Background: an optimization exercise with open tools, aiming at small area, a short achievable clock period and few clock cycles per item. Do not read the settings as production practice.
Function was checked by simulation only, so behaviour that the tests miss may differ from the original.

### design.v
module fp8_decode (
    input  wire       fmt,     
    input  wire [7:0] x,
    output wire [3:0] sig,
    output wire [4:0] sh,
    output wire       nan,
    output wire       inf
);
    wire [4:0] e    = fmt ? x[6:2] : {1'b0, x[6:3]};
    wire       enz  = (e != 5'd0);
    wire       eall = fmt ? (x[6:2] == 5'h1F) : (x[6:3] == 4'hF);
    assign sig = fmt ? {1'b0, enz, x[1:0]} : {enz, x[2:0]};
    assign sh  = {e[4:1], e[0] | ~enz};
    assign nan = fmt ? (eall & (x[1:0] != 2'd0)) : (eall & (x[2:0] == 3'h7));
    assign inf = fmt & eall & (x[1:0] == 2'd0);
endmodule
module fp8_product (
    input  wire       en,
    input  wire       afmt,
    input  wire       bfmt,
    input  wire [7:0] a,
    input  wire [7:0] b,
    output wire [7:0] mag,
    output wire [5:0] sh,
    output wire       neg,
    output wire       is_nan,
    output wire       is_pinf,
    output wire       is_ninf
);
    wire [3:0] sig_a, sig_b;
    wire [4:0] sh_a, sh_b;
    wire       nan_a, nan_b, inf_a, inf_b;
    fp8_decode u_da (.fmt(afmt), .x(a), .sig(sig_a), .sh(sh_a), .nan(nan_a), .inf(inf_a));
    fp8_decode u_db (.fmt(bfmt), .x(b), .sig(sig_b), .sh(sh_b), .nan(nan_b), .inf(inf_b));
    wire zero_a = ~inf_a & (sig_a == 4'd0);
    wire zero_b = ~inf_b & (sig_b == 4'd0);
    wire sign   = a[7] ^ b[7];
    wire nan = nan_a | nan_b | (inf_a & zero_b) | (inf_b & zero_a);
    wire inf = ~nan & (inf_a | inf_b);
    assign is_nan  = en & nan;
    assign is_pinf = en & inf & ~sign;
    assign is_ninf = en & inf & sign;
    wire finite = en & ~nan_a & ~nan_b & ~inf_a & ~inf_b;
    assign mag = finite ? sig_a * sig_b : 8'd0;
    assign sh  = sh_a + sh_b;
    assign neg = sign;
endmodule
module fp32_round (
    input  wire [72:0] h,
    input  wire [7:0]  e,
    output wire [31:0] res
);
    wire        sign   = h[72];
    wire        lowz   = (h[46:0] == 47'd0);
    wire [25:0] m      = sign ? (~h[72:47] + {25'd0, lowz}) : h[72:47];
    wire        ovf    = m[25];           
    wire [22:0] frac   = m[23:1];
    wire        guard  = m[0] & ~ovf;
    wire        sticky = ~lowz;
    wire        rnd    = guard & (sticky | frac[0]);
    wire [7:0]  ee     = e + {7'd0, ovf};
    assign res = {sign, {ee, ovf ? 23'd0 : frac} + {30'd0, rnd}};
endmodule
module fp8_dot (
    input  wire        clk,
    input  wire        rst,
    input  wire        in_valid,
    output wire        in_ready,
    input  wire        in_last,
    input  wire [3:0]  in_mask,
    input  wire        in_afmt,      
    input  wire        in_bfmt,
    input  wire [31:0] in_a,
    input  wire [31:0] in_b,
    output reg         out_valid,
    output reg  [31:0] out_data
);
    localparam ACC_W = 73;
    reg  rdy;
    assign in_ready = rdy;
    wire accept = in_valid & rdy;
    wire [7:0] l_mag  [0:3];
    wire [5:0] l_sh   [0:3];
    wire [3:0] l_neg;
    wire [3:0] l_nan, l_pinf, l_ninf;
    genvar i;
    generate
        for (i = 0; i < 4; i = i + 1) begin : g_lane
            fp8_product u_prod (
                .en     (in_mask[i] & accept),
                .afmt   (in_afmt),
                .bfmt   (in_bfmt),
                .a      (in_a[8*i+7:8*i]),
                .b      (in_b[8*i+7:8*i]),
                .mag    (l_mag[i]),
                .sh     (l_sh[i]),
                .neg    (l_neg[i]),
                .is_nan (l_nan[i]),
                .is_pinf(l_pinf[i]),
                .is_ninf(l_ninf[i])
            );
        end
    endgenerate
    reg [7:0] b_mag [0:3];
    reg [5:0] b_sh  [0:3];
    reg [3:0] b_neg;
    reg       b_nan, b_pinf, b_ninf;
    reg [1:0] b_fmt;
    reg       b_vld, b_last;
    integer k;
    always @(posedge clk) begin
        for (k = 0; k < 4; k = k + 1) begin
            b_mag[k] <= l_mag[k];
            b_sh[k]  <= l_sh[k];
        end
        b_neg  <= l_neg;
        b_nan  <= |l_nan;
        b_pinf <= |l_pinf;
        b_ninf <= |l_ninf;
        b_fmt  <= {in_afmt, in_bfmt};
        b_last <= in_last;
    end
    always @(posedge clk) begin
        if (rst) b_vld <= 1'b0;
        else     b_vld <= accept;
    end
    wire [ACC_W-1:0] lv [0:3];
    generate
        for (i = 0; i < 4; i = i + 1) begin : g_shift
            wire [74:0] sh_full = {67'd0, b_mag[i]} << b_sh[i];
            assign lv[i] = sh_full[74:2] ^ {ACC_W{b_neg[i]}};
        end
    endgenerate
    reg                     open;        
    reg signed [ACC_W-1:0]  acc;
    reg                     acc_nan, acc_pinf, acc_ninf;
    reg [1:0]               acc_fmt;
    reg                     acc_full;    
    wire             keep = open | ~b_vld;
    wire [ACC_W-1:0] acc_in = keep ? acc : {ACC_W{1'b0}};
    wire [ACC_W-1:0] s1 = lv[0] ^ lv[1] ^ lv[2];
    wire [ACC_W-1:0] c1 = {(lv[0][ACC_W-2:0] & lv[1][ACC_W-2:0]) | (lv[0][ACC_W-2:0] & lv[2][ACC_W-2:0]) | (lv[1][ACC_W-2:0] & lv[2][ACC_W-2:0]), b_neg[0]};
    wire [ACC_W-1:0] s2 = s1 ^ c1 ^ lv[3];
    wire [ACC_W-1:0] c2 = {(s1[ACC_W-2:0] & c1[ACC_W-2:0]) | (s1[ACC_W-2:0] & lv[3][ACC_W-2:0]) | (c1[ACC_W-2:0] & lv[3][ACC_W-2:0]), b_neg[1]};
    wire [ACC_W-1:0] s3 = s2 ^ c2 ^ acc_in;
    wire [ACC_W-1:0] c3 = {(s2[ACC_W-2:0] & c2[ACC_W-2:0]) | (s2[ACC_W-2:0] & acc_in[ACC_W-2:0]) | (c2[ACC_W-2:0] & acc_in[ACC_W-2:0]), b_neg[2]};
    wire [ACC_W-1:0] acc_nx = s3 + c3 + {{(ACC_W-1){1'b0}}, b_neg[3]};
    reg [ACC_W-1:0] h;
    reg [7:0]       h_e;
    reg             busy;
    reg             h_nan, h_inf, h_ninf;
    wire h_zero = (h == {ACC_W{1'b0}});
    wire h_spec = h_nan | h_inf;
    wire n_done = (h[72] ^ h[71]) | h_zero | h_spec;
    wire sh8    = (h[72:64] == {9{h[72]}});
    wire fin    = busy & n_done;
    wire load   = acc_full & (~busy | n_done);
    wire [31:0] rounded;
    fp32_round u_round (.h(h), .e(h_e), .res(rounded));
    wire reserved = busy | acc_full | (b_vld & b_last);
    always @(posedge clk) begin
        if (rst) begin
            open     <= 1'b0;
            acc_full <= 1'b0;
            busy     <= 1'b0;
            rdy      <= 1'b1;
            out_valid <= 1'b0;
        end else begin
            if (b_vld) begin
                open <= ~b_last;
            end
            acc_full <= (b_vld & b_last) | (acc_full & ~load);
            busy     <= load | (busy & ~n_done);
            if (accept & in_last & reserved)
                rdy <= 1'b0;
            else if (load & ~(b_vld & b_last))
                rdy <= 1'b1;
            out_valid <= fin;
        end
    end
    always @(posedge clk) begin
        acc <= acc_nx;
        if (b_vld) acc_fmt <= b_fmt;
        acc_nan  <= (keep & acc_nan)  | b_nan;
        acc_pinf <= (keep & acc_pinf) | b_pinf;
        acc_ninf <= (keep & acc_ninf) | b_ninf;
        if (load) begin
            h      <= acc;
            h_e    <= (acc_fmt == 2'b00) ? 8'd180 : (acc_fmt == 2'b11) ? 8'd166 : 8'd173;
            h_nan  <= acc_nan | (acc_pinf & acc_ninf);
            h_inf  <= acc_pinf | acc_ninf;
            h_ninf <= acc_ninf;
        end else if (sh8) begin
            h   <= {h[ACC_W-9:0], 8'd0};
            h_e <= h_e - 8'd8;
        end else begin
            h   <= {h[ACC_W-2:0], 1'b0};
            h_e <= h_e - 8'd1;
        end
        if (fin) begin
            if (h_nan)      out_data <= 32'h7FC0_0000;
            else if (h_inf) out_data <= {h_ninf, 31'h7F80_0000};
            else if (h_zero) out_data <= 32'd0;
            else            out_data <= rounded;
        end
    end
endmodule
### run.sh
#!/bin/bash
# synth_recipe.tcl (not shown) runs the flow's synth.tcl, then flattens the netlist and writes it again
# the make line also repeats each setting of config.mk as NAME=value (left out here)
make -C /OpenROAD-flow-scripts/flow DESIGN_CONFIG=/design/flow/config.mk WORK_HOME=/design/flow/orfs CLKGATE_MAP_FILE= SYNTH_SCRIPT=/design/flow/synth_recipe.tcl finish
### config.mk
export PLATFORM = sky130hd
export DESIGN_NAME = fp8_dot
export DESIGN_NICKNAME = fp8_dot
export VERILOG_FILES = /design/flow/design.v
export SDC_FILE = /design/flow/constraint.sdc
export NUM_CORES = 4
export LEC_CHECK = 0
export CAP_MARGIN = 20
export CORE_MARGIN = 2
export CORE_UTILIZATION = 40
export SLEW_MARGIN = 20
### constraint.sdc
create_clock -name core_clock -period 17.0 [get_ports {clk}]
set_input_delay 3.4000 -clock core_clock [delete_from_list [all_inputs] [get_ports {clk}]]
set_output_delay 3.4000 -clock core_clock [all_outputs]
set_load 0.01 [all_outputs]
==> run summary <==
[through the flow]
step / instance area [um^2] / utilization / hold slack [ns] / worst slack, ns
2_1_floorplan: 29300 / - / 0.382 / 10.36
3_3_place_gp: 30900 / 0.426 / 0.404 / 9.54
3_5_place_dp: 30900 / 0.426 / 0.399 / 9.51
4_1_cts: 32000 / 0.440 / 0.432 / 9.48
5_1_grt: 32000 / 0.440 / 0.452 / 8.77
6_report: 32000 / 0.440 / 0.430 / 9.18
[logic make-up (layout without fill, tap and decap cells)]
kind of cell    Yosys count  in the layout  synth area share
flops                   266            266             0.196
mux                     163            163            0.0591
xor+xnor                425            425             0.127
simple gates           1216           1216             0.196
compound gates          573            573             0.123
buf+inv                 546            549            0.0724
fa+ha+maj               391            391             0.227
[registers in the layout (all words and copies together) (netlist names), 2 cells and up]
signal	cells
acc	73
acc_fmt	2
b_fmt	2
b_mag	32
b_neg	4
b_sh	24
h	73
h_e	8
out_data	32
[cells in the mapped netlist (all sizes together), types with 68 or more instances]
master and n:
a21o 78, a21oi 137, and2 68, clkbuf 141, dfxtp 226, fa 235
ha 151, inv 363, mux2i 122, nand2 437, nand3 72, nor2 334
o21ai 173, xnor2 333, xor2 92
[layout make-up]
cell class | instances | area [um^2]
well taps | 959 | 1200
flip-flops and latches | 266 | 5730
clock inverters | 18 | 189
inverters | 364 | 1370
clock buffers | 39 | 846
fillers | 7346 | 40700
repair buffers | 128 | 1220
multi-input cells | 2768 | 21400
[worst paths after layout]
kind / from / endpoint / slack [ns] / depth (start not counted)
hold / removal: b_nan / acc_nan / 0.43 / 1
setup / recovery: b_sh[1][0] / acc[71] / 9.18 / 23
setup reg to reg: b_sh[1][0] / acc[71] / 9.18 / 23
hold reg to reg: b_nan / acc_nan / 0.43 / 1
[layer usage]
layer / global-route usage / vias to the layer above / wire [um]
li1: - / 11700 / -
met1: 0.317 / 11300 / 39700
met2: 0.366 / 799 / 38400
met3: 0.0240 / 213 / 4550
met4: 0.122 / 0 / 5400
met5: 0 / - / 0
==> impl_results.md <==
* Yosys top cell area share at 0.161
* Top FF cell, synth: dfxtp_1
* CTS sink count at around 270
* N_diodes at 0
* Warnings from Yosys at 5
* CP Class: reg2reg
* Largest net degree at the start of global routing at around 110
* Largest area contributor in the netlist: fa_1
* Commonest non-fill, non-tap cell in the layout: nand2_1
* Avg Vias per Cell at around 5.3
* Chip Height at around 270 um
* Nets at about 4,000
* Dpl cells at ~4,500
* Root Buffer: clkbuf_16
* Hold Crit Class: reg2reg
* FFs w/ async S/R, synth at 0
* Worst-Margin Slew at between 1 and 1.5 ns
* Detailed Place HPWL at ~73 mm
* Crit path max fanout at 11
* CTS resizes at 0
* Max Transition Viols Final at 0
* Non-filler cells, final at about 4,500
* Boundary Pins at between 100 and 150
* Worst EP arrival at around 8.4 ns
* TritonCTS clock tree: yes
* Mapped Area at about 0.029 mm^2
* Clock-pin transition on the worst setup and hold timing paths at 0.07 ns
* Worst path buffer plus inverter count at 2
* Post-route clock period utilization at 0.460
* Syn-to-layout area delta at 9.29%
* RSZ-0062 raised after global routing: no
* Status: complete, no violations
* Initial antenna violation count at 1
* Cts-stage hold buffer count at 0
* DR WL/cell at 19.4 um
* Via Count at between 20,000 and 25,000
* First DRT Iteration DRCs at 2,020
* ANT nets after route at 0
* Clock Skew at 0.0304 ns
* Gpl congestion at between 1 and 1.5
* Starting Density at 0.402
* Mean Syn Cell Area at between 8 and 9 um^2
* H-tree Lvls at 1
* Fin. Hold Viols at 0
* Site row count at 99
* Vias in the first global route at about 23,000
* Synth cell types at roughly 90
* Remaining DRCs at 0
* Setup TNS at 0 ns
* Setup crit end kind: register
* Port bufs at 107
* Synth area leaders: fa_1, dfxtp_1, xnor2_1
* Worst endpoint required time at approximately 18 ns
* Tot GR Track Use at 0.233
* CP top delay family: compound AO/OA/AOI/OAI gates
* Share of post-route cells with drive strength above 1 at 0.0474
* CORE AREA at around 0.073 mm^2
* FMAX at between 100 and 150 MHz
* Setup-failing EPs final at 0
* Die width at about 270 um
* Critical Path, Cell by Cell: mux2i_1, nor2_1, mux2i_1, nor2_1, a31oi_1, nor2_1, xnor2_1, fa_1, inv_1, fa_1, fa_1, inv_1, ha_1, o21a_1, o21ai_0, a21oi_1, nor4b_1, a211oi_1, o21ai_0, a211oi_1, a31oi_1, a31oi_1, xnor2_1
* EDFF count, synth at 40
* Commonest non-fill, non-tap cells in the layout: nand2_1, inv_1, nor2_1
* Clock Latency Late Sink at 0.63 ns
* Number of synthesized register bits at 266
* Grt ovf at 0
* Synth Net Count at a little over 4,000
* Max-slew headroom at 0.247
* CP max stage delay at about 0.82 ns
* Cell count after synthesis at 3,580
* DRT Wirelength at 88.1 mm
* Max cap viols at 0
* Tmin final at approximately 7.8 ns
* Num CTS Buffers at 31
* Max Buffers Root-to-Sink at 3
* Sequential share of the synthesized area at 0.196
* Slowest cell on crit path: a31oi_1
* Setup Buffers After CTS at 0
* Die ar. at between 0.07 and 0.08 mm^2
* DRT Pass-1 Iters at 5
* Crit start category: register
* Global-route wire length before repair at around 140 mm
Testbench counts, summed over its fixed seeds: cycles 21,538, chunks 384.

[re-timing with driven ports]
In the flow no input, the clock included, has a driving cell. The finished layout below was timed again as built, in two steps. Step 1: set_driving_cell puts a clkbuf_16 on clk and a buf_2 on each other input, an assumption about the parent block. Step 2 times the ports against the registers' clock, not the clock port: input delays grow and output delays shrink by t, the midpoint of the rising clock arrivals with the driver on. a / b / c = ideal / step 1 / step 2; a / b = the first two.
t (ns): 0.677
setup slack, ns: 9.180 / 9.180 / 9.180
hold WS [ns]: 0.430 / 0.430 / 0.430
clock arrival spread, ns: 0.032 / 0.032
pins driven straight from the clock port: 1
After both steps this run still meets setup and hold. The setup slack of this run moves by 0.000 ns with the drivers and by 0.000 ns with both steps.
